What follows belongs to an exercise in optimizing a design on an open flow for small area, a short achievable clock period and few clock cycles per item; a production flow would make more cautious choices. For this run, only the layout was checked, not whether the RTL still works.

### config.mk
export PLATFORM = sky130hd
export DESIGN_NAME = rs_codec
export DESIGN_NICKNAME = rs_codec
export VERILOG_FILES = /design/flow/design.v
export SDC_FILE = /design/flow/constraint.sdc
export NUM_CORES = 4
export LEC_CHECK = 0
export CAP_MARGIN = 20
export CORE_MARGIN = 2
export CORE_UTILIZATION = 40
export SLEW_MARGIN = 20
### constraint.sdc
create_clock -name core_clock -period 18.0 [get_ports {clk}]
set_input_delay 3.6000 -clock core_clock [delete_from_list [all_inputs] [get_ports {clk}]]
set_output_delay 3.6000 -clock core_clock [all_outputs]
set_load 0.01 [all_outputs]
### design.v
module rs_gf_mul (
    input  wire [7:0] a,
    input  wire [7:0] b,
    output reg  [7:0] p
);
    reg [7:0] t;
    integer i;
    always @* begin
        p = 8'h00;
        t = a;
        for (i = 0; i < 8; i = i + 1) begin
            if (b[i])
                p = p ^ t;
            t = {t[6:0], 1'b0} ^ (t[7] ? 8'h1D : 8'h00);
        end
    end
endmodule
module rs_gf_sq (
    input  wire [7:0] a,
    output wire [7:0] p
);
    assign p = {a[6], a[6] ^ a[5] ^ a[3], a[5], a[7] ^ a[5] ^ a[4] ^ a[2],
                a[6] ^ a[4], a[6] ^ a[5] ^ a[4] ^ a[1], a[7], a[7] ^ a[6] ^ a[4] ^ a[0]};
endmodule
module rs_gf_inv (
    input  wire [7:0] a,
    output reg  [7:0] y
);
    always @* begin
        case (a)
            8'h00: y = 8'h00;
            8'h01: y = 8'h01;
            8'h02: y = 8'h8E;
            8'h03: y = 8'hF4;
            8'h04: y = 8'h47;
            8'h05: y = 8'hA7;
            8'h06: y = 8'h7A;
            8'h07: y = 8'hBA;
            8'h08: y = 8'hAD;
            8'h09: y = 8'h9D;
            8'h0A: y = 8'hDD;
            8'h0B: y = 8'h98;
            8'h0C: y = 8'h3D;
            8'h0D: y = 8'hAA;
            8'h0E: y = 8'h5D;
            8'h0F: y = 8'h96;
            8'h10: y = 8'hD8;
            8'h11: y = 8'h72;
            8'h12: y = 8'hC0;
            8'h13: y = 8'h58;
            8'h14: y = 8'hE0;
            8'h15: y = 8'h3E;
            8'h16: y = 8'h4C;
            8'h17: y = 8'h66;
            8'h18: y = 8'h90;
            8'h19: y = 8'hDE;
            8'h1A: y = 8'h55;
            8'h1B: y = 8'h80;
            8'h1C: y = 8'hA0;
            8'h1D: y = 8'h83;
            8'h1E: y = 8'h4B;
            8'h1F: y = 8'h2A;
            8'h20: y = 8'h6C;
            8'h21: y = 8'hED;
            8'h22: y = 8'h39;
            8'h23: y = 8'h51;
            8'h24: y = 8'h60;
            8'h25: y = 8'h56;
            8'h26: y = 8'h2C;
            8'h27: y = 8'h8A;
            8'h28: y = 8'h70;
            8'h29: y = 8'hD0;
            8'h2A: y = 8'h1F;
            8'h2B: y = 8'h4A;
            8'h2C: y = 8'h26;
            8'h2D: y = 8'h8B;
            8'h2E: y = 8'h33;
            8'h2F: y = 8'h6E;
            8'h30: y = 8'h48;
            8'h31: y = 8'h89;
            8'h32: y = 8'h6F;
            8'h33: y = 8'h2E;
            8'h34: y = 8'hA4;
            8'h35: y = 8'hC3;
            8'h36: y = 8'h40;
            8'h37: y = 8'h5E;
            8'h38: y = 8'h50;
            8'h39: y = 8'h22;
            8'h3A: y = 8'hCF;
            8'h3B: y = 8'hA9;
            8'h3C: y = 8'hAB;
            8'h3D: y = 8'h0C;
            8'h3E: y = 8'h15;
            8'h3F: y = 8'hE1;
            8'h40: y = 8'h36;
            8'h41: y = 8'h5F;
            8'h42: y = 8'hF8;
            8'h43: y = 8'hD5;
            8'h44: y = 8'h92;
            8'h45: y = 8'h4E;
            8'h46: y = 8'hA6;
            8'h47: y = 8'h04;
            8'h48: y = 8'h30;
            8'h49: y = 8'h88;
            8'h4A: y = 8'h2B;
            8'h4B: y = 8'h1E;
            8'h4C: y = 8'h16;
            8'h4D: y = 8'h67;
            8'h4E: y = 8'h45;
            8'h4F: y = 8'h93;
            8'h50: y = 8'h38;
            8'h51: y = 8'h23;
            8'h52: y = 8'h68;
            8'h53: y = 8'h8C;
            8'h54: y = 8'h81;
            8'h55: y = 8'h1A;
            8'h56: y = 8'h25;
            8'h57: y = 8'h61;
            8'h58: y = 8'h13;
            8'h59: y = 8'hC1;
            8'h5A: y = 8'hCB;
            8'h5B: y = 8'h63;
            8'h5C: y = 8'h97;
            8'h5D: y = 8'h0E;
            8'h5E: y = 8'h37;
            8'h5F: y = 8'h41;
            8'h60: y = 8'h24;
            8'h61: y = 8'h57;
            8'h62: y = 8'hCA;
            8'h63: y = 8'h5B;
            8'h64: y = 8'hB9;
            8'h65: y = 8'hC4;
            8'h66: y = 8'h17;
            8'h67: y = 8'h4D;
            8'h68: y = 8'h52;
            8'h69: y = 8'h8D;
            8'h6A: y = 8'hEF;
            8'h6B: y = 8'hB3;
            8'h6C: y = 8'h20;
            8'h6D: y = 8'hEC;
            8'h6E: y = 8'h2F;
            8'h6F: y = 8'h32;
            8'h70: y = 8'h28;
            8'h71: y = 8'hD1;
            8'h72: y = 8'h11;
            8'h73: y = 8'hD9;
            8'h74: y = 8'hE9;
            8'h75: y = 8'hFB;
            8'h76: y = 8'hDA;
            8'h77: y = 8'h79;
            8'h78: y = 8'hDB;
            8'h79: y = 8'h77;
            8'h7A: y = 8'h06;
            8'h7B: y = 8'hBB;
            8'h7C: y = 8'h84;
            8'h7D: y = 8'hCD;
            8'h7E: y = 8'hFE;
            8'h7F: y = 8'hFC;
            8'h80: y = 8'h1B;
            8'h81: y = 8'h54;
            8'h82: y = 8'hA1;
            8'h83: y = 8'h1D;
            8'h84: y = 8'h7C;
            8'h85: y = 8'hCC;
            8'h86: y = 8'hE4;
            8'h87: y = 8'hB0;
            8'h88: y = 8'h49;
            8'h89: y = 8'h31;
            8'h8A: y = 8'h27;
            8'h8B: y = 8'h2D;
            8'h8C: y = 8'h53;
            8'h8D: y = 8'h69;
            8'h8E: y = 8'h02;
            8'h8F: y = 8'hF5;
            8'h90: y = 8'h18;
            8'h91: y = 8'hDF;
            8'h92: y = 8'h44;
            8'h93: y = 8'h4F;
            8'h94: y = 8'h9B;
            8'h95: y = 8'hBC;
            8'h96: y = 8'h0F;
            8'h97: y = 8'h5C;
            8'h98: y = 8'h0B;
            8'h99: y = 8'hDC;
            8'h9A: y = 8'hBD;
            8'h9B: y = 8'h94;
            8'h9C: y = 8'hAC;
            8'h9D: y = 8'h09;
            8'h9E: y = 8'hC7;
            8'h9F: y = 8'hA2;
            8'hA0: y = 8'h1C;
            8'hA1: y = 8'h82;
            8'hA2: y = 8'h9F;
            8'hA3: y = 8'hC6;
            8'hA4: y = 8'h34;
            8'hA5: y = 8'hC2;
            8'hA6: y = 8'h46;
            8'hA7: y = 8'h05;
            8'hA8: y = 8'hCE;
            8'hA9: y = 8'h3B;
            8'hAA: y = 8'h0D;
            8'hAB: y = 8'h3C;
            8'hAC: y = 8'h9C;
            8'hAD: y = 8'h08;
            8'hAE: y = 8'hBE;
            8'hAF: y = 8'hB7;
            8'hB0: y = 8'h87;
            8'hB1: y = 8'hE5;
            8'hB2: y = 8'hEE;
            8'hB3: y = 8'h6B;
            8'hB4: y = 8'hEB;
            8'hB5: y = 8'hF2;
            8'hB6: y = 8'hBF;
            8'hB7: y = 8'hAF;
            8'hB8: y = 8'hC5;
            8'hB9: y = 8'h64;
            8'hBA: y = 8'h07;
            8'hBB: y = 8'h7B;
            8'hBC: y = 8'h95;
            8'hBD: y = 8'h9A;
            8'hBE: y = 8'hAE;
            8'hBF: y = 8'hB6;
            8'hC0: y = 8'h12;
            8'hC1: y = 8'h59;
            8'hC2: y = 8'hA5;
            8'hC3: y = 8'h35;
            8'hC4: y = 8'h65;
            8'hC5: y = 8'hB8;
            8'hC6: y = 8'hA3;
            8'hC7: y = 8'h9E;
            8'hC8: y = 8'hD2;
            8'hC9: y = 8'hF7;
            8'hCA: y = 8'h62;
            8'hCB: y = 8'h5A;
            8'hCC: y = 8'h85;
            8'hCD: y = 8'h7D;
            8'hCE: y = 8'hA8;
            8'hCF: y = 8'h3A;
            8'hD0: y = 8'h29;
            8'hD1: y = 8'h71;
            8'hD2: y = 8'hC8;
            8'hD3: y = 8'hF6;
            8'hD4: y = 8'hF9;
            8'hD5: y = 8'h43;
            8'hD6: y = 8'hD7;
            8'hD7: y = 8'hD6;
            8'hD8: y = 8'h10;
            8'hD9: y = 8'h73;
            8'hDA: y = 8'h76;
            8'hDB: y = 8'h78;
            8'hDC: y = 8'h99;
            8'hDD: y = 8'h0A;
            8'hDE: y = 8'h19;
            8'hDF: y = 8'h91;
            8'hE0: y = 8'h14;
            8'hE1: y = 8'h3F;
            8'hE2: y = 8'hE6;
            8'hE3: y = 8'hF0;
            8'hE4: y = 8'h86;
            8'hE5: y = 8'hB1;
            8'hE6: y = 8'hE2;
            8'hE7: y = 8'hF1;
            8'hE8: y = 8'hFA;
            8'hE9: y = 8'h74;
            8'hEA: y = 8'hF3;
            8'hEB: y = 8'hB4;
            8'hEC: y = 8'h6D;
            8'hED: y = 8'h21;
            8'hEE: y = 8'hB2;
            8'hEF: y = 8'h6A;
            8'hF0: y = 8'hE3;
            8'hF1: y = 8'hE7;
            8'hF2: y = 8'hB5;
            8'hF3: y = 8'hEA;
            8'hF4: y = 8'h03;
            8'hF5: y = 8'h8F;
            8'hF6: y = 8'hD3;
            8'hF7: y = 8'hC9;
            8'hF8: y = 8'h42;
            8'hF9: y = 8'hD4;
            8'hFA: y = 8'hE8;
            8'hFB: y = 8'h75;
            8'hFC: y = 8'h7F;
            8'hFD: y = 8'hFF;
            8'hFE: y = 8'h7E;
            8'hFF: y = 8'hFD;
            default: y = 8'h00;
        endcase
    end
endmodule
module rs_encoder (
    input  wire [127:0] x,       
    output wire [31:0]  t,
    output wire [31:0]  chk
);
    wire [385:0] e;
    assign e[127:0] = x;
    assign e[128] = e[109] ^ e[125];
    assign e[129] = e[22] ^ e[50];
    assign e[130] = e[84] ^ e[118];
    assign e[131] = e[119] ^ e[124];
    assign e[132] = e[4] ^ e[52];
    assign e[133] = e[11] ^ e[64];
    assign e[134] = e[15] ^ e[57];
    assign e[135] = e[27] ^ e[87];
    assign e[136] = e[56] ^ e[116];
    assign e[137] = e[79] ^ e[115];
    assign e[138] = e[111] ^ e[123];
    assign e[139] = e[10] ^ e[58];
    assign e[140] = e[20] ^ e[122];
    assign e[141] = e[37] ^ e[43];
    assign e[142] = e[38] ^ e[126];
    assign e[143] = e[46] ^ e[51];
    assign e[144] = e[71] ^ e[76];
    assign e[145] = e[77] ^ e[82];
    assign e[146] = e[93] ^ e[114];
    assign e[147] = e[99] ^ e[120];
    assign e[148] = e[0] ^ e[32];
    assign e[149] = e[5] ^ e[12];
    assign e[150] = e[6] ^ e[121];
    assign e[151] = e[7] ^ e[110];
    assign e[152] = e[13] ^ e[19];
    assign e[153] = e[14] ^ e[62];
    assign e[154] = e[21] ^ e[78];
    assign e[155] = e[23] ^ e[29];
    assign e[156] = e[25] ^ e[63];
    assign e[157] = e[26] ^ e[92];
    assign e[158] = e[30] ^ e[36];
    assign e[159] = e[34] ^ e[94];
    assign e[160] = e[35] ^ e[95];
    assign e[161] = e[41] ^ e[101];
    assign e[162] = e[42] ^ e[102];
    assign e[163] = e[45] ^ e[80];
    assign e[164] = e[48] ^ e[108];
    assign e[165] = e[49] ^ e[103];
    assign e[166] = e[70] ^ e[75];
    assign e[167] = e[85] ^ e[106];
    assign e[168] = e[86] ^ e[107];
    assign e[169] = e[89] ^ e[127];
    assign e[170] = e[91] ^ e[112];
    assign e[171] = e[69] ^ e[128];
    assign e[172] = e[1] ^ e[81];
    assign e[173] = e[16] ^ e[96];
    assign e[174] = e[17] ^ e[65];
    assign e[175] = e[18] ^ e[66];
    assign e[176] = e[24] ^ e[72];
    assign e[177] = e[28] ^ e[90];
    assign e[178] = e[39] ^ e[44];
    assign e[179] = e[40] ^ e[97];
    assign e[180] = e[55] ^ e[104];
    assign e[181] = e[98] ^ e[105];
    assign e[182] = e[54] ^ e[133];
    assign e[183] = e[68] ^ e[134];
    assign e[184] = e[100] ^ e[137];
    assign e[185] = e[117] ^ e[130];
    assign e[186] = e[136] ^ e[160];
    assign e[187] = e[53] ^ e[74];
    assign e[188] = e[8] ^ e[131];
    assign e[189] = e[31] ^ e[141];
    assign e[190] = e[33] ^ e[147];
    assign e[191] = e[47] ^ e[145];
    assign e[192] = e[61] ^ e[129];
    assign e[193] = e[67] ^ e[143];
    assign e[194] = e[73] ^ e[132];
    assign e[195] = e[113] ^ e[157];
    assign e[196] = e[135] ^ e[140];
    assign e[197] = e[146] ^ e[164];
    assign e[198] = e[161] ^ e[168];
    assign e[199] = e[159] ^ e[184];
    assign e[200] = e[3] ^ e[9];
    assign e[201] = e[59] ^ e[163];
    assign e[202] = e[83] ^ e[138];
    assign e[203] = e[88] ^ e[178];
    assign e[204] = e[110] ^ e[142];
    assign e[205] = e[125] ^ e[155];
    assign e[206] = e[144] ^ e[153];
    assign e[207] = e[156] ^ e[170];
    assign e[208] = e[162] ^ e[165];
    assign e[209] = e[167] ^ e[179];
    assign e[210] = e[177] ^ e[180];
    assign e[211] = e[166] ^ e[182];
    assign e[212] = e[183] ^ e[191];
    assign e[213] = e[60] ^ e[116];
    assign e[214] = e[2] ^ e[151];
    assign e[215] = e[18] ^ e[150];
    assign e[216] = e[31] ^ e[149];
    assign e[217] = e[79] ^ e[176];
    assign e[218] = e[122] ^ e[175];
    assign e[219] = e[129] ^ e[158];
    assign e[220] = e[139] ^ e[148];
    assign e[221] = e[32] ^ e[205];
    assign e[222] = e[152] ^ e[188];
    assign e[223] = e[154] ^ e[185];
    assign e[224] = e[158] ^ e[197];
    assign e[225] = e[181] ^ e[192];
    assign e[226] = e[186] ^ e[198];
    assign e[227] = e[96] ^ e[212];
    assign e[228] = e[193] ^ e[211];
    assign e[229] = e[199] ^ e[209];
    assign e[230] = e[0] ^ e[24];
    assign e[231] = e[2] ^ e[98];
    assign e[232] = e[6] ^ e[92];
    assign e[233] = e[7] ^ e[14];
    assign e[234] = e[19] ^ e[43];
    assign e[235] = e[22] ^ e[78];
    assign e[236] = e[25] ^ e[97];
    assign e[237] = e[36] ^ e[124];
    assign e[238] = e[41] ^ e[105];
    assign e[239] = e[44] ^ e[76];
    assign e[240] = e[45] ^ e[53];
    assign e[241] = e[46] ^ e[60];
    assign e[242] = e[58] ^ e[65];
    assign e[243] = e[67] ^ e[123];
    assign e[244] = e[75] ^ e[115];
    assign e[245] = e[9] ^ e[174];
    assign e[246] = e[16] ^ e[169];
    assign e[247] = e[20] ^ e[138];
    assign e[248] = e[33] ^ e[172];
    assign e[249] = e[50] ^ e[139];
    assign e[250] = e[56] ^ e[169];
    assign e[251] = e[64] ^ e[173];
    assign e[252] = e[72] ^ e[242];
    assign e[253] = e[81] ^ e[187];
    assign e[254] = e[117] ^ e[140];
    assign e[255] = e[120] ^ e[176];
    assign e[256] = e[130] ^ e[131];
    assign e[257] = e[132] ^ e[173];
    assign e[258] = e[13] ^ e[196];
    assign e[259] = e[29] ^ e[171];
    assign e[260] = e[70] ^ e[204];
    assign e[261] = e[90] ^ e[190];
    assign e[262] = e[111] ^ e[207];
    assign e[263] = e[121] ^ e[171];
    assign e[264] = e[144] ^ e[254];
    assign e[265] = e[146] ^ e[217];
    assign e[266] = e[148] ^ e[201];
    assign e[267] = e[186] ^ e[208];
    assign e[268] = e[194] ^ e[220];
    assign e[269] = e[195] ^ e[203];
    assign e[270] = e[189] ^ e[229];
    assign e[271] = e[206] ^ e[228];
    assign e[272] = e[3] ^ e[27];
    assign e[273] = e[3] ^ e[118];
    assign e[274] = e[5] ^ e[17];
    assign e[275] = e[8] ^ e[40];
    assign e[276] = e[11] ^ e[35];
    assign e[277] = e[12] ^ e[68];
    assign e[278] = e[15] ^ e[63];
    assign e[279] = e[19] ^ e[23];
    assign e[280] = e[21] ^ e[77];
    assign e[281] = e[26] ^ e[49];
    assign e[282] = e[28] ^ e[82];
    assign e[283] = e[28] ^ e[84];
    assign e[284] = e[30] ^ e[86];
    assign e[285] = e[34] ^ e[74];
    assign e[286] = e[37] ^ e[61];
    assign e[287] = e[38] ^ e[83];
    assign e[288] = e[39] ^ e[47];
    assign e[289] = e[42] ^ e[90];
    assign e[290] = e[47] ^ e[113];
    assign e[291] = e[48] ^ e[88];
    assign e[292] = e[49] ^ e[57];
    assign e[293] = e[50] ^ e[104];
    assign e[294] = e[52] ^ e[73];
    assign e[295] = e[55] ^ e[127];
    assign e[296] = e[58] ^ e[91];
    assign e[297] = e[71] ^ e[95];
    assign e[298] = e[73] ^ e[113];
    assign e[299] = e[87] ^ e[103];
    assign e[300] = e[88] ^ e[109];
    assign e[301] = e[89] ^ e[123];
    assign e[302] = e[101] ^ e[115];
    assign e[303] = e[102] ^ e[118];
    assign e[304] = e[106] ^ e[114];
    assign e[305] = e[1] ^ e[163];
    assign e[306] = e[15] ^ e[145];
    assign e[307] = e[21] ^ e[151];
    assign e[308] = e[26] ^ e[231];
    assign e[309] = e[45] ^ e[200];
    assign e[310] = e[51] ^ e[134];
    assign e[311] = e[59] ^ e[149];
    assign e[312] = e[66] ^ e[128];
    assign e[313] = e[69] ^ e[175];
    assign e[314] = e[74] ^ e[230];
    assign e[315] = e[77] ^ e[133];
    assign e[316] = e[84] ^ e[172];
    assign e[317] = e[85] ^ e[174];
    assign e[318] = e[91] ^ e[272];
    assign e[319] = e[100] ^ e[239];
    assign e[320] = e[107] ^ e[243];
    assign e[321] = e[119] ^ e[142];
    assign e[322] = e[128] ^ e[240];
    assign e[323] = e[135] ^ e[179];
    assign e[324] = e[137] ^ e[156];
    assign e[325] = e[139] ^ e[174];
    assign e[326] = e[141] ^ e[273];
    assign e[327] = e[147] ^ e[157];
    assign e[328] = e[150] ^ e[152];
    assign e[329] = e[153] ^ e[155];
    assign e[330] = e[164] ^ e[167];
    assign e[331] = e[165] ^ e[166];
    assign e[332] = e[170] ^ e[181];
    assign e[333] = e[232] ^ e[290];
    assign e[334] = e[233] ^ e[241];
    assign e[335] = e[2] ^ e[208];
    assign e[336] = e[4] ^ e[202];
    assign e[337] = e[40] ^ e[193];
    assign e[338] = e[44] ^ e[218];
    assign e[339] = e[57] ^ e[257];
    assign e[340] = e[78] ^ e[216];
    assign e[341] = e[80] ^ e[215];
    assign e[342] = e[86] ^ e[210];
    assign e[343] = e[94] ^ e[219];
    assign e[344] = e[112] ^ e[255];
    assign e[345] = e[124] ^ e[202];
    assign e[346] = e[131] ^ e[194];
    assign e[347] = e[143] ^ e[250];
    assign e[348] = e[150] ^ e[246];
    assign e[349] = e[154] ^ e[183];
    assign e[350] = e[159] ^ e[214];
    assign e[351] = e[162] ^ e[249];
    assign e[352] = e[169] ^ e[253];
    assign e[353] = e[171] ^ e[238];
    assign e[354] = e[177] ^ e[256];
    assign e[355] = e[190] ^ e[294];
    assign e[356] = e[192] ^ e[301];
    assign e[357] = e[195] ^ e[196];
    assign e[358] = e[197] ^ e[328];
    assign e[359] = e[201] ^ e[252];
    assign e[360] = e[210] ^ e[329];
    assign e[361] = e[213] ^ e[245];
    assign e[362] = e[247] ^ e[327];
    assign e[363] = e[248] ^ e[300];
    assign e[364] = e[332] ^ e[334];
    assign e[365] = e[12] ^ e[264];
    assign e[366] = e[60] ^ e[221];
    assign e[367] = e[62] ^ e[261];
    assign e[368] = e[117] ^ e[267];
    assign e[369] = e[135] ^ e[223];
    assign e[370] = e[136] ^ e[222];
    assign e[371] = e[168] ^ e[263];
    assign e[372] = e[189] ^ e[221];
    assign e[373] = e[200] ^ e[225];
    assign e[374] = e[203] ^ e[262];
    assign e[375] = e[224] ^ e[274];
    assign e[376] = e[226] ^ e[293];
    assign e[377] = e[251] ^ e[349];
    assign e[378] = e[258] ^ e[356];
    assign e[379] = e[265] ^ e[266];
    assign e[380] = e[268] ^ e[362];
    assign e[381] = e[225] ^ e[227];
    assign e[382] = e[227] ^ e[365];
    assign e[383] = e[260] ^ e[372];
    assign e[384] = e[235] ^ e[270];
    assign e[385] = e[271] ^ e[379];
    assign t[0] = e[56] ^ e[80] ^ e[104] ^ e[148] ^ e[251] ^ e[275] ^ e[291] ^ e[344];
    assign t[1] = e[89] ^ e[121] ^ e[236] ^ e[238] ^ e[245] ^ e[248] ^ e[292] ^ e[298];
    assign t[2] = e[82] ^ e[218] ^ e[249] ^ e[285] ^ e[289] ^ e[304] ^ e[308];
    assign t[3] = e[51] ^ e[59] ^ e[83] ^ e[99] ^ e[234] ^ e[244] ^ e[276] ^ e[318] ^ e[320];
    assign t[4] = e[20] ^ e[92] ^ e[108] ^ e[132] ^ e[213] ^ e[237] ^ e[277] ^ e[283] ^ e[319];
    assign t[5] = e[5] ^ e[13] ^ e[85] ^ e[93] ^ e[101] ^ e[117] ^ e[240] ^ e[259] ^ e[280] ^ e[286];
    assign t[6] = e[6] ^ e[46] ^ e[54] ^ e[94] ^ e[153] ^ e[235] ^ e[260] ^ e[284] ^ e[303];
    assign t[7] = e[7] ^ e[23] ^ e[31] ^ e[79] ^ e[111] ^ e[119] ^ e[278] ^ e[288] ^ e[295] ^ e[297] ^ e[299];
    assign t[8] = e[108] ^ e[181] ^ e[185] ^ e[262] ^ e[299] ^ e[302] ^ e[310] ^ e[315] ^ e[338] ^ e[343] ^ e[346] ^ e[359] ^ e[383];
    assign t[9] = e[30] ^ e[37] ^ e[127] ^ e[138] ^ e[167] ^ e[213] ^ e[253] ^ e[269] ^ e[279] ^ e[297] ^ e[303] ^ e[312] ^ e[321] ^ e[337] ^ e[340] ^ e[355] ^ e[359];
    assign t[10] = e[4] ^ e[130] ^ e[141] ^ e[198] ^ e[199] ^ e[215] ^ e[224] ^ e[228] ^ e[252] ^ e[258] ^ e[352] ^ e[366] ^ e[374] ^ e[381];
    assign t[11] = e[18] ^ e[32] ^ e[89] ^ e[149] ^ e[151] ^ e[190] ^ e[195] ^ e[206] ^ e[207] ^ e[209] ^ e[210] ^ e[211] ^ e[223] ^ e[234] ^ e[237] ^ e[259] ^ e[267] ^ e[336] ^ e[381];
    assign t[12] = e[11] ^ e[25] ^ e[144] ^ e[180] ^ e[194] ^ e[198] ^ e[229] ^ e[266] ^ e[287] ^ e[313] ^ e[340] ^ e[357] ^ e[358] ^ e[367];
    assign t[13] = e[39] ^ e[63] ^ e[70] ^ e[149] ^ e[162] ^ e[187] ^ e[196] ^ e[199] ^ e[226] ^ e[243] ^ e[275] ^ e[280] ^ e[281] ^ e[283] ^ e[358] ^ e[363] ^ e[364];
    assign t[14] = e[9] ^ e[14] ^ e[29] ^ e[43] ^ e[54] ^ e[71] ^ e[109] ^ e[147] ^ e[161] ^ e[237] ^ e[244] ^ e[282] ^ e[330] ^ e[333] ^ e[350] ^ e[368] ^ e[377] ^ e[378];
    assign t[15] = e[64] ^ e[97] ^ e[219] ^ e[265] ^ e[307] ^ e[310] ^ e[319] ^ e[325] ^ e[326] ^ e[345] ^ e[360] ^ e[368] ^ e[371];
    assign t[16] = e[127] ^ e[133] ^ e[143] ^ e[165] ^ e[170] ^ e[215] ^ e[230] ^ e[288] ^ e[311] ^ e[322] ^ e[325] ^ e[339] ^ e[354] ^ e[384];
    assign t[17] = e[1] ^ e[52] ^ e[53] ^ e[98] ^ e[151] ^ e[152] ^ e[182] ^ e[205] ^ e[217] ^ e[236] ^ e[241] ^ e[296] ^ e[311] ^ e[317] ^ e[321] ^ e[333] ^ e[338] ^ e[376];
    assign t[18] = e[25] ^ e[61] ^ e[67] ^ e[72] ^ e[87] ^ e[121] ^ e[126] ^ e[173] ^ e[182] ^ e[185] ^ e[222] ^ e[312] ^ e[335] ^ e[342] ^ e[364] ^ e[375] ^ e[380] ^ e[384];
    assign t[19] = e[33] ^ e[84] ^ e[93] ^ e[99] ^ e[178] ^ e[204] ^ e[226] ^ e[268] ^ e[285] ^ e[305] ^ e[337] ^ e[357] ^ e[360] ^ e[373] ^ e[377];
    assign t[20] = e[35] ^ e[96] ^ e[138] ^ e[155] ^ e[172] ^ e[188] ^ e[189] ^ e[224] ^ e[244] ^ e[277] ^ e[278] ^ e[314] ^ e[335] ^ e[341] ^ e[353] ^ e[367] ^ e[369];
    assign t[21] = e[42] ^ e[118] ^ e[122] ^ e[142] ^ e[172] ^ e[200] ^ e[207] ^ e[214] ^ e[219] ^ e[239] ^ e[263] ^ e[270] ^ e[282] ^ e[291] ^ e[331] ^ e[370];
    assign t[22] = e[8] ^ e[10] ^ e[14] ^ e[51] ^ e[119] ^ e[145] ^ e[231] ^ e[246] ^ e[264] ^ e[269] ^ e[292] ^ e[309] ^ e[336] ^ e[376] ^ e[383];
    assign t[23] = e[71] ^ e[105] ^ e[134] ^ e[142] ^ e[178] ^ e[257] ^ e[261] ^ e[309] ^ e[315] ^ e[345] ^ e[347] ^ e[351] ^ e[369] ^ e[375];
    assign t[24] = e[27] ^ e[85] ^ e[126] ^ e[129] ^ e[136] ^ e[154] ^ e[202] ^ e[279] ^ e[308] ^ e[348] ^ e[354] ^ e[363] ^ e[385];
    assign t[25] = e[22] ^ e[188] ^ e[316] ^ e[317] ^ e[318] ^ e[324] ^ e[342] ^ e[347] ^ e[350] ^ e[355] ^ e[366] ^ e[382];
    assign t[26] = e[34] ^ e[100] ^ e[160] ^ e[175] ^ e[187] ^ e[191] ^ e[222] ^ e[232] ^ e[250] ^ e[259] ^ e[284] ^ e[296] ^ e[316] ^ e[323] ^ e[339] ^ e[373] ^ e[385];
    assign t[27] = e[161] ^ e[180] ^ e[212] ^ e[216] ^ e[256] ^ e[276] ^ e[304] ^ e[307] ^ e[322] ^ e[323] ^ e[324] ^ e[343] ^ e[348] ^ e[361] ^ e[380];
    assign t[28] = e[17] ^ e[36] ^ e[95] ^ e[114] ^ e[152] ^ e[163] ^ e[166] ^ e[184] ^ e[185] ^ e[206] ^ e[214] ^ e[216] ^ e[218] ^ e[286] ^ e[320] ^ e[344] ^ e[351] ^ e[352] ^ e[353];
    assign t[29] = e[16] ^ e[59] ^ e[68] ^ e[81] ^ e[103] ^ e[156] ^ e[204] ^ e[247] ^ e[255] ^ e[271] ^ e[289] ^ e[298] ^ e[302] ^ e[306] ^ e[326] ^ e[330] ^ e[341] ^ e[370];
    assign t[30] = e[48] ^ e[81] ^ e[102] ^ e[114] ^ e[154] ^ e[233] ^ e[234] ^ e[281] ^ e[287] ^ e[295] ^ e[314] ^ e[346] ^ e[361] ^ e[371] ^ e[374] ^ e[382];
    assign t[31] = e[5] ^ e[83] ^ e[108] ^ e[110] ^ e[120] ^ e[125] ^ e[126] ^ e[137] ^ e[187] ^ e[220] ^ e[223] ^ e[236] ^ e[269] ^ e[305] ^ e[306] ^ e[313] ^ e[331] ^ e[378];
    rs_vinv u_vinv (.x(t), .y(chk));
endmodule
module rs_vinv (
    input  wire [31:0] x,
    output wire [31:0] y
);
    wire [104:0] e;
    assign e[31:0] = x;
    assign e[32] = e[0] ^ e[29];
    assign e[33] = e[2] ^ e[27];
    assign e[34] = e[3] ^ e[30];
    assign e[35] = e[1] ^ e[28];
    assign e[36] = e[4] ^ e[32];
    assign e[37] = e[6] ^ e[31];
    assign e[38] = e[12] ^ e[22];
    assign e[39] = e[24] ^ e[26];
    assign e[40] = e[18] ^ e[25];
    assign e[41] = e[15] ^ e[34];
    assign e[42] = e[10] ^ e[14];
    assign e[43] = e[19] ^ e[23];
    assign e[44] = e[13] ^ e[35];
    assign e[45] = e[8] ^ e[17];
    assign e[46] = e[16] ^ e[33];
    assign e[47] = e[11] ^ e[21];
    assign e[48] = e[9] ^ e[39];
    assign e[49] = e[5] ^ e[36];
    assign e[50] = e[7] ^ e[20];
    assign e[51] = e[38] ^ e[40];
    assign e[52] = e[42] ^ e[43];
    assign e[53] = e[5] ^ e[41];
    assign e[54] = e[20] ^ e[44];
    assign e[55] = e[7] ^ e[22];
    assign e[56] = e[1] ^ e[37];
    assign e[57] = e[26] ^ e[33];
    assign e[58] = e[45] ^ e[47];
    assign e[59] = e[30] ^ e[49];
    assign e[60] = e[3] ^ e[31];
    assign e[61] = e[6] ^ e[18];
    assign e[62] = e[14] ^ e[17];
    assign e[63] = e[4] ^ e[37];
    assign e[64] = e[9] ^ e[37];
    assign e[65] = e[39] ^ e[55];
    assign e[66] = e[11] ^ e[41];
    assign e[67] = e[13] ^ e[46];
    assign e[68] = e[29] ^ e[56];
    assign e[69] = e[41] ^ e[50];
    assign e[70] = e[52] ^ e[54];
    assign e[71] = e[2] ^ e[16];
    assign e[72] = e[4] ^ e[15];
    assign e[73] = e[5] ^ e[9];
    assign e[74] = e[7] ^ e[21];
    assign e[75] = e[8] ^ e[25];
    assign e[76] = e[8] ^ e[30];
    assign e[77] = e[12] ^ e[31];
    assign e[78] = e[14] ^ e[21];
    assign e[79] = e[17] ^ e[27];
    assign e[80] = e[26] ^ e[28];
    assign e[81] = e[0] ^ e[43];
    assign e[82] = e[6] ^ e[40];
    assign e[83] = e[13] ^ e[38];
    assign e[84] = e[22] ^ e[61];
    assign e[85] = e[23] ^ e[34];
    assign e[86] = e[23] ^ e[62];
    assign e[87] = e[25] ^ e[47];
    assign e[88] = e[28] ^ e[37];
    assign e[89] = e[32] ^ e[73];
    assign e[90] = e[38] ^ e[39];
    assign e[91] = e[50] ^ e[60];
    assign e[92] = e[11] ^ e[36];
    assign e[93] = e[15] ^ e[48];
    assign e[94] = e[29] ^ e[58];
    assign e[95] = e[32] ^ e[48];
    assign e[96] = e[35] ^ e[36];
    assign e[97] = e[42] ^ e[46];
    assign e[98] = e[44] ^ e[45];
    assign e[99] = e[51] ^ e[64];
    assign e[100] = e[10] ^ e[67];
    assign e[101] = e[19] ^ e[68];
    assign e[102] = e[35] ^ e[49];
    assign e[103] = e[52] ^ e[98];
    assign e[104] = e[53] ^ e[54];
    assign y[0] = e[18] ^ e[27] ^ e[28] ^ e[43] ^ e[53] ^ e[58] ^ e[83] ^ e[95];
    assign y[1] = e[27] ^ e[36] ^ e[70] ^ e[76] ^ e[99];
    assign y[2] = e[1] ^ e[18] ^ e[38] ^ e[45] ^ e[91] ^ e[97];
    assign y[3] = e[33] ^ e[59] ^ e[90];
    assign y[4] = e[51] ^ e[58] ^ e[93] ^ e[101];
    assign y[5] = e[48] ^ e[50] ^ e[51] ^ e[76] ^ e[81] ^ e[100];
    assign y[6] = e[16] ^ e[48] ^ e[60] ^ e[70] ^ e[79] ^ e[87];
    assign y[7] = e[20] ^ e[51] ^ e[72] ^ e[80] ^ e[94] ^ e[97];
    assign y[8] = e[55] ^ e[66] ^ e[75] ^ e[102];
    assign y[9] = e[2] ^ e[12] ^ e[23] ^ e[48] ^ e[56] ^ e[59];
    assign y[10] = e[15] ^ e[22] ^ e[88] ^ e[92] ^ e[100];
    assign y[11] = e[25] ^ e[38] ^ e[72] ^ e[86];
    assign y[12] = e[40] ^ e[44] ^ e[65] ^ e[85] ^ e[92];
    assign y[13] = e[1] ^ e[14] ^ e[43] ^ e[57] ^ e[59] ^ e[75] ^ e[77];
    assign y[14] = e[57] ^ e[64] ^ e[104];
    assign y[15] = e[3] ^ e[24] ^ e[33] ^ e[36] ^ e[42] ^ e[74] ^ e[88];
    assign y[16] = e[5] ^ e[34] ^ e[62] ^ e[65] ^ e[71] ^ e[101];
    assign y[17] = e[17] ^ e[23] ^ e[33] ^ e[40] ^ e[63] ^ e[69];
    assign y[18] = e[2] ^ e[30] ^ e[45] ^ e[78] ^ e[84] ^ e[96];
    assign y[19] = e[16] ^ e[61] ^ e[86] ^ e[93];
    assign y[20] = e[22] ^ e[40] ^ e[42] ^ e[53] ^ e[57] ^ e[68];
    assign y[21] = e[7] ^ e[46] ^ e[63] ^ e[66] ^ e[80] ^ e[81];
    assign y[22] = e[12] ^ e[24] ^ e[79] ^ e[91] ^ e[102];
    assign y[23] = e[21] ^ e[44] ^ e[59] ^ e[71] ^ e[82];
    assign y[24] = e[49] ^ e[67] ^ e[78] ^ e[85] ^ e[99];
    assign y[25] = e[53] ^ e[63] ^ e[65] ^ e[103];
    assign y[26] = e[47] ^ e[69] ^ e[83];
    assign y[27] = e[34] ^ e[46] ^ e[82] ^ e[89];
    assign y[28] = e[51] ^ e[57] ^ e[74] ^ e[89] ^ e[103];
    assign y[29] = e[33] ^ e[66] ^ e[70] ^ e[84] ^ e[95];
    assign y[30] = e[46] ^ e[52] ^ e[69] ^ e[77] ^ e[87] ^ e[96];
    assign y[31] = e[2] ^ e[4] ^ e[31] ^ e[90] ^ e[94] ^ e[104];
endmodule
module rs_syndrome (
    input  wire [31:0] t,
    input  wire [31:0] x,        
    output wire [31:0] s         
);
    wire [31:0] v;
    wire [63:0] e;
    assign e[31:0] = x;
    assign e[32] = e[23] ^ e[30];
    assign e[33] = e[15] ^ e[22];
    assign e[34] = e[21] ^ e[27];
    assign e[35] = e[14] ^ e[20];
    assign e[36] = e[29] ^ e[32];
    assign e[37] = e[26] ^ e[31];
    assign e[38] = e[13] ^ e[18];
    assign e[39] = e[19] ^ e[24];
    assign e[40] = e[22] ^ e[28];
    assign e[41] = e[10] ^ e[26];
    assign e[42] = e[25] ^ e[31];
    assign e[43] = e[11] ^ e[33];
    assign e[44] = e[15] ^ e[35];
    assign e[45] = e[0] ^ e[29];
    assign e[46] = e[4] ^ e[28];
    assign e[47] = e[5] ^ e[21];
    assign e[48] = e[6] ^ e[20];
    assign e[49] = e[7] ^ e[23];
    assign e[50] = e[9] ^ e[25];
    assign e[51] = e[14] ^ e[22];
    assign e[52] = e[14] ^ e[28];
    assign e[53] = e[15] ^ e[31];
    assign e[54] = e[2] ^ e[33];
    assign e[55] = e[3] ^ e[34];
    assign e[56] = e[8] ^ e[37];
    assign e[57] = e[12] ^ e[40];
    assign e[58] = e[16] ^ e[34];
    assign e[59] = e[17] ^ e[34];
    assign e[60] = e[27] ^ e[38];
    assign e[61] = e[30] ^ e[35];
    assign e[62] = e[38] ^ e[39];
    assign e[63] = e[18] ^ e[36];
    assign v[0] = e[0] ^ e[8] ^ e[16] ^ e[24];
    assign v[1] = e[1] ^ e[17] ^ e[50];
    assign v[2] = e[2] ^ e[18] ^ e[41];
    assign v[3] = e[3] ^ e[11] ^ e[19] ^ e[27];
    assign v[4] = e[12] ^ e[20] ^ e[46];
    assign v[5] = e[13] ^ e[29] ^ e[47];
    assign v[6] = e[6] ^ e[30] ^ e[51];
    assign v[7] = e[49] ^ e[53];
    assign v[8] = e[33] ^ e[45];
    assign v[9] = e[1] ^ e[8] ^ e[32];
    assign v[10] = e[9] ^ e[16] ^ e[29] ^ e[31] ^ e[54];
    assign v[11] = e[3] ^ e[10] ^ e[17] ^ e[24] ^ e[33] ^ e[36];
    assign v[12] = e[4] ^ e[42] ^ e[43] ^ e[63];
    assign v[13] = e[5] ^ e[12] ^ e[19] ^ e[32] ^ e[37];
    assign v[14] = e[13] ^ e[27] ^ e[31] ^ e[48];
    assign v[15] = e[7] ^ e[21] ^ e[52];
    assign v[16] = e[0] ^ e[37] ^ e[61];
    assign v[17] = e[1] ^ e[34] ^ e[53];
    assign v[18] = e[2] ^ e[40] ^ e[56] ^ e[61];
    assign v[19] = e[9] ^ e[26] ^ e[36] ^ e[44] ^ e[55];
    assign v[20] = e[33] ^ e[35] ^ e[41] ^ e[46] ^ e[58];
    assign v[21] = e[5] ^ e[23] ^ e[28] ^ e[29] ^ e[43] ^ e[59];
    assign v[22] = e[6] ^ e[24] ^ e[57] ^ e[63];
    assign v[23] = e[7] ^ e[13] ^ e[19] ^ e[36] ^ e[42];
    assign v[24] = e[23] ^ e[40] ^ e[45] ^ e[60];
    assign v[25] = e[1] ^ e[36] ^ e[39] ^ e[52];
    assign v[26] = e[20] ^ e[28] ^ e[32] ^ e[42] ^ e[54] ^ e[60];
    assign v[27] = e[51] ^ e[55] ^ e[56] ^ e[62];
    assign v[28] = e[4] ^ e[29] ^ e[44] ^ e[50] ^ e[62];
    assign v[29] = e[25] ^ e[30] ^ e[39] ^ e[41] ^ e[44] ^ e[47];
    assign v[30] = e[25] ^ e[37] ^ e[43] ^ e[48] ^ e[58];
    assign v[31] = e[26] ^ e[49] ^ e[57] ^ e[59];
    assign s = t ^ v;
endmodule
module rs_keyeq (
    input  wire [31:0] s,        
    output wire [7:0]  d,
    output wire [7:0]  n1,
    output wire [7:0]  n2
);
    wire [7:0] s0 = s[7:0];
    wire [7:0] s1 = s[15:8];
    wire [7:0] s2 = s[23:16];
    wire [7:0] s3 = s[31:24];
    wire [7:0] s0s2, s0s3, s1s2, s1s3, s1s1, s2s2;
    rs_gf_mul u_s0s2 (.a(s0), .b(s2), .p(s0s2));
    rs_gf_mul u_s0s3 (.a(s0), .b(s3), .p(s0s3));
    rs_gf_mul u_s1s2 (.a(s1), .b(s2), .p(s1s2));
    rs_gf_mul u_s1s3 (.a(s1), .b(s3), .p(s1s3));
    rs_gf_sq  u_s1s1 (.a(s1), .p(s1s1));
    rs_gf_sq  u_s2s2 (.a(s2), .p(s2s2));
    assign d  = s0s2 ^ s1s1;
    assign n1 = s0s3 ^ s1s2;
    assign n2 = s1s3 ^ s2s2;
endmodule
module rs_locate (
    input  wire [7:0]  d,
    input  wire [7:0]  n1,
    input  wire [7:0]  n2,
    input  wire [7:0]  s0,
    input  wire [7:0]  s1,
    output wire [19:0] first,
    output wire [19:0] second,
    output wire [7:0]  x1,
    output wire [7:0]  w,
    output wire        single_ok,
    output wire        double_ok
);
    localparam [159:0] ALPHA_POS  = 160'h5A2D984C261387CDE8743A1D8040201008040201;
    localparam [159:0] ALPHA_POS2 = 160'h94254E9D6018068FEAB42D4C13CD741D40100401;
    wire dz = (d == 8'h00);
    wire [7:0] l0 = dz ? 8'h00 : d;
    wire [7:0] l1 = dz ? s0 : n1;
    wire [7:0] l2 = dz ? s1 : n2;
    wire [19:0] hit;
    genvar i;
    generate
        for (i = 0; i < 20; i = i + 1) begin : pos
            wire [7:0] t0, t1;
            rs_gf_mul u_t0 (.a(l0), .b(ALPHA_POS2[8*i +: 8]), .p(t0));
            rs_gf_mul u_t1 (.a(l1), .b(ALPHA_POS[8*i +: 8]),  .p(t1));
            assign hit[i] = ((t0 ^ t1) == l2);
        end
    endgenerate
    wire [19:0] below;
    assign below[0] = 1'b0;
    generate
        for (i = 1; i < 20; i = i + 1) begin : pre
            assign below[i] = below[i-1] | hit[i-1];
        end
    endgenerate
    assign first  = hit & ~below;
    assign second = hit & below;
    reg [7:0] x;
    integer n;
    always @* begin
        x = 8'h00;
        for (n = 0; n < 20; n = n + 1)
            x = x | (first[n] ? ALPHA_POS[8*n +: 8] : 8'h00);
    end
    assign x1 = x;
    wire [7:0] n1_inv;
    rs_gf_inv u_inv (.a(n1), .y(n1_inv));
    rs_gf_mul u_w (.a(d), .b(n1_inv), .p(w));
    assign single_ok = dz && (n1 == 8'h00) && (s0 != 8'h00) && (hit != 20'h0);
    assign double_ok = !dz && (second != 20'h0);
endmodule
module rs_correct (
    input  wire [159:0] cw,
    input  wire [19:0]  first,
    input  wire [19:0]  second,
    input  wire         ok,
    input  wire [7:0]   x1,
    input  wire [7:0]   w,
    input  wire [7:0]   s0,
    input  wire [7:0]   s1,
    output wire [159:0] corrected
);
    wire [7:0] s0x1, y1w;
    rs_gf_mul u_s0x1 (.a(s0), .b(x1), .p(s0x1));
    rs_gf_mul u_y1w  (.a(s1 ^ s0x1), .b(w), .p(y1w));
    wire [7:0] y1 = ok ? (s0 ^ y1w) : 8'h00;
    wire [7:0] y2 = ok ? y1w : 8'h00;
    genvar i;
    generate
        for (i = 0; i < 20; i = i + 1) begin : fix
            assign corrected[8*i +: 8] = cw[8*i +: 8] ^ ({8{first[i]}} & y1) ^ ({8{second[i]}} & y2);
        end
    endgenerate
endmodule
module rs_codec (
    input  wire         clk,
    input  wire         rst,         
    input  wire         req_valid,
    output wire         req_ready,
    input  wire         req_write,   
    input  wire [159:0] req_word,    
    output reg          rsp_valid,
    output reg  [159:0] rsp_word,
    output reg  [1:0]   rsp_nerr,
    output reg          rsp_uncorr
);
    assign req_ready = 1'b1;
    reg         v0, wr0;
    reg [159:0] w0;
    always @(posedge clk) begin
        v0  <= req_valid && !rst;
        wr0 <= req_write;
        w0  <= req_word;
    end
    wire [31:0] t, chk, s;
    rs_encoder  u_enc (.x(w0[159:32]), .t(t), .chk(chk));
    rs_syndrome u_syn (.t(t), .x(w0[31:0]), .s(s));
    wire [7:0] d, n1, n2;
    rs_keyeq u_key (.s(s), .d(d), .n1(n1), .n2(n2));
    reg         v1, rd1, nz1;
    reg [159:0] w1;
    reg [7:0]   d1, n11, n21, s01, s11;
    always @(posedge clk) begin
        v1  <= v0 && !rst;
        rd1 <= !wr0;
        nz1 <= (s != 32'h0);
        w1  <= {w0[159:32], wr0 ? chk : w0[31:0]};
        d1  <= d;
        n11 <= n1;
        n21 <= n2;
        s01 <= s[7:0];
        s11 <= s[15:8];
    end
    wire [19:0] first, second;
    wire [7:0]  x1, w;
    wire        single_ok, double_ok;
    rs_locate u_loc (.d(d1), .n1(n11), .n2(n21), .s0(s01), .s1(s11),
                     .first(first), .second(second), .x1(x1), .w(w),
                     .single_ok(single_ok), .double_ok(double_ok));
    reg         v2, ok2, unc2;
    reg [1:0]   nerr2;
    reg [159:0] w2;
    reg [19:0]  f2, sc2;
    reg [7:0]   x12, wq2, s02, s12;
    always @(posedge clk) begin
        v2    <= v1 && !rst;
        ok2   <= rd1 && (single_ok || double_ok);
        unc2  <= rd1 && nz1 && !single_ok && !double_ok;
        nerr2 <= !rd1 ? 2'd0 : single_ok ? 2'd1 : double_ok ? 2'd2 : 2'd0;
        w2    <= w1;
        f2    <= first;
        sc2   <= second;
        x12   <= x1;
        wq2   <= w;
        s02   <= s01;
        s12   <= s11;
    end
    wire [159:0] corrected;
    rs_correct u_cor (.cw(w2), .first(f2), .second(sc2), .ok(ok2), .x1(x12), .w(wq2),
                      .s0(s02), .s1(s12), .corrected(corrected));
    always @(posedge clk) begin
        rsp_valid  <= v2 && !rst;
        rsp_word   <= corrected;
        rsp_nerr   <= nerr2;
        rsp_uncorr <= unc2;
    end
endmodule
### run.sh
#!/bin/bash
# synth_recipe.tcl (not shown) runs the flow's synth.tcl, then flattens the netlist and writes it again
# the make line also repeats each setting of config.mk as NAME=value (left out here)
make -C /OpenROAD-flow-scripts/flow DESIGN_CONFIG=/design/flow/config.mk WORK_HOME=/design/flow/orfs CLKGATE_MAP_FILE= SYNTH_SCRIPT=/design/flow/synth_recipe.tcl finish
==> notes.md <==
-- final timing paths --
| kind | depth (start not counted) | slack [ps] | end | start |
|---|---|---|---|---|
| worst max-delay path | 21 | 9710 | u_loc.n1_inv[5]$_DFF_P_ | w0[143]$_DFF_P_ |
| worst min-delay path | 0 | 310 | w2[46]$_DFF_P_ | w1[46]$_DFF_P_ |
| worst max register to register | 21 | 9710 | u_loc.n1_inv[5]$_DFF_P_ | w0[143]$_DFF_P_ |
| worst min register to register | 0 | 310 | w2[46]$_DFF_P_ | w1[46]$_DFF_P_ |
-- kinds of logic after synthesis --
kind of cell	Yosys count	share of synthesized area, %
AOI/OAI and AO/OA	486	6.192
xor gates and xnor gates	2449	47.54
adders and majority gates	18	0.4289
other	1	0.007303
muxes	73	1.542
DFF	773	30.14
buffers and inverters	454	3.675
and+or+nand+nor	1278	10.47
-- registers in the layout, indices dropped and copies added, names as in the netlist, 8 cells and up --
name and flops:
f2 20, rsp_word 160, w2 160, sc2 19, n11 8, wq2 8, s11 8, x12 8
d1 8, s12 8, s02 8, n21 8, w0 160, w1 160, s01 8, u_loc.n1_inv 8
-- metal layers --
metal  share of wire, %  wire, um  track usage [%]
met5              0.012        25                0
met4                3.4      7057            9.251
met3                7.9     16530            4.769
met2                 45     93920            49.01
met1                 44     92190            43.72
-- synthesized netlist by cell type, types with 39 or more instances --
master       n
buf_2       62
inv_1       47
xnor2_1   1735
clkbuf_1   231
nor2_1     394
clkbuf_2    39
xnor3_1    173
dfxtp_1    773
nor3_1      59
nand2_1    614
buf_1       52
xor2_1     485
a21oi_1    145
nand3_1     46
mux2i_1     42
o21ai_0    100
-- stage by stage --
stage | setup WS (ps) | hold WS, ps | utilization (%)
global route | 9466 | 305.8 | 46.24
CTS | 9927 | 300.5 | 46.24
detailed placement | 9937 | 312.1 | 44.06
global placement | 9704 | 309.8 | 44.05
floorplan | 12090 | 309.6 | -
finish | 9706 | 306.7 | 46.25
-- area by class of cell --
| type | count | area share, % |
|---|---|---|
| antenna | 3 | 0.01273 |
| clock buffer | 111 | 3.834 |
| clock inverter | 41 | 0.8804 |
| inverter | 56 | 0.3564 |
| multi-input combinational | 4305 | 57.93 |
| sequential | 773 | 26.24 |
| tap | 1662 | 3.526 |
| timing repair buffer | 458 | 7.217 |
-- critical path: cells and delay by family (launching register included) --
family	cells	cell delay (ps)
AO/OA/AOI/OAI	4	850
XOR/XNOR	10	3970
flip-flops	1	730
adder cells (fa/ha/maj)	1	560
buffers and inverters	4	1650
multiplexers	1	280
AND/OR/NAND/NOR	1	120
==> results.cfg <==
[timing]
slew_headroom_pct = 15.00
rsz0062_at_grt = no
finalHoldViolations = 0
max_freq_mhz = 120.6
finalSetupViolCount = 0
fin_tns_setup_ps = 0
tightest_slew_ps = 1243
post-route-period-util_pct = 46.08
fin_worst_skew_ps = 32.58
slew_violations = 0
min_period_ps = 8294

[drt]
drt_first_pass_iters = 5
wl_um = 209700
drc = 0
drt-initial-drc-count = 4733
antenna_left = 0
viasPerCell = 5.375
wl_per_cell_um = 28.31
vias = 39820

[min_path]
hold_class = reg -> reg

[cts]
cts_buffers = 82
htreeDepth = 3
cts_setup_buffers = 0
clkLatencyLatePin_ps = 710
hold_buffers = 0
cts_root_buf = clkbuf_16
cts_tree = done
cts.clk_slew.worst_paths_ps = 70
post_cts_resized = 0
cts_buffer_depth = 3
cts_sinks = 773

[layout]
layout_common_cells = 1722 x xnor2_1, 771 x dfxtp_1, 614 x nand2_1
final_nets = 5856
area_growth_pct = 14.86
multi_input_area_sq_mm = 0.03417
drive_gt1_share_pct = 6.633
final_common_cell = xnor2_1
fillers = 12240
final_area_sq_mm = 0.05898
seqCellArea_sq_mm = 0.01548
final_cell_count_no_fill = 7409

[grt]
antenna_found_initial = 7
grt_max_degree = 71
grt_pass1_vias = 38090
grt_remaining_overflow = 0
grt_pass1_wl_um = 293300
grt_usage_pct = 31.08

[logic_synthesis]
synth_edf_count = 0
synth_cell_type_count = 89
ys_seq_elements = 773
synth_nets = 5712
synth_top_area_cell = dfxtp_1
yosysWarningCount = 4
syn_avg_cell_area_sq_um = 9.282
postSynthCellCount = 5532
yosysSeqAreaShare_pct = 30.14
ys.flop_type = dfxtp_1
netlist_top_cells_area = dfxtp_1 30%, xnor2_1 30%, xor2_1 8.3%
async_reset_ff_share_pct = 0
synthesis.area_sq_mm = 0.05135
synth_top_area_share_pct = 30.14

[placement]
hpwl_um = 160600
dp_cells = 7254
place.gp.congestion = 1.054
io_buffers = 327
postPlaceCellArea_sq_mm = 0.05618

[critical_path]
cp-end-kind = flip-flop
path_cells = xnor2_1 > xnor2_1 > xnor2_1 > xnor2_2 > xor2_2 > inv_1 > xnor3_1 > nor2_1 > xnor2_1 > xnor2_1 > xnor3_1 > xnor2_2 > buf_4 > inv_2 > ha_1 > inv_1 > mux2i_1 > o21ai_0 > a31oi_1 > a221oi_1 > o31ai_1
critPathLaunchType = flip-flop
worstPathArrival_ps = 8910
crit_path_frequent_cell = xnor2_1
slowest_delay_ps = 910
critPathKind = reg -> reg
cpMaxStageDelayCell = xnor2_2
required_ps = 18610
critical_path.max_fanout = 28

[die]
initial_utilization_pct = 40.27
coreArea_sq_mm = 0.1275
row_count = 131
die_w_um = 362.3
die_h_um = 362.3
dieArea_sq_mm = 0.1313
pin_count = 329

[run_status]
outcome = timing/DRC/antenna clean

[job]
drv_cap = 0

## re-timing with driven ports
The flow's constraints put no driver on any port. The routed layout listed below was extracted and timed again, unchanged, in two steps.
Step 1, drivers: a clkbuf_16 drives clk and a buf_2 each remaining input, both assumed.
Step 2 moves the port delays by t, midway between the first and last clock arrival at a register: inputs arrive t later, outputs are due t later. That takes back most of the time a late clock gives input paths.
Three values: ideal ports, drivers, drivers and shift; two values: the first two.
t, ns: 0.774
setup slack, ns: 9.706 / 9.706 / 9.706
hold WS [ns]: 0.307 / 0.307 / 0.307
latest minus earliest clock arrival (ns): 0.035 / 0.035
slew at the worst register clock pin (ns): 0.07 / 0.07
After both steps setup and hold are still met in this run. The setup slack of this run moves by 0.000 ns with the drivers and by 0.000 ns with both steps.
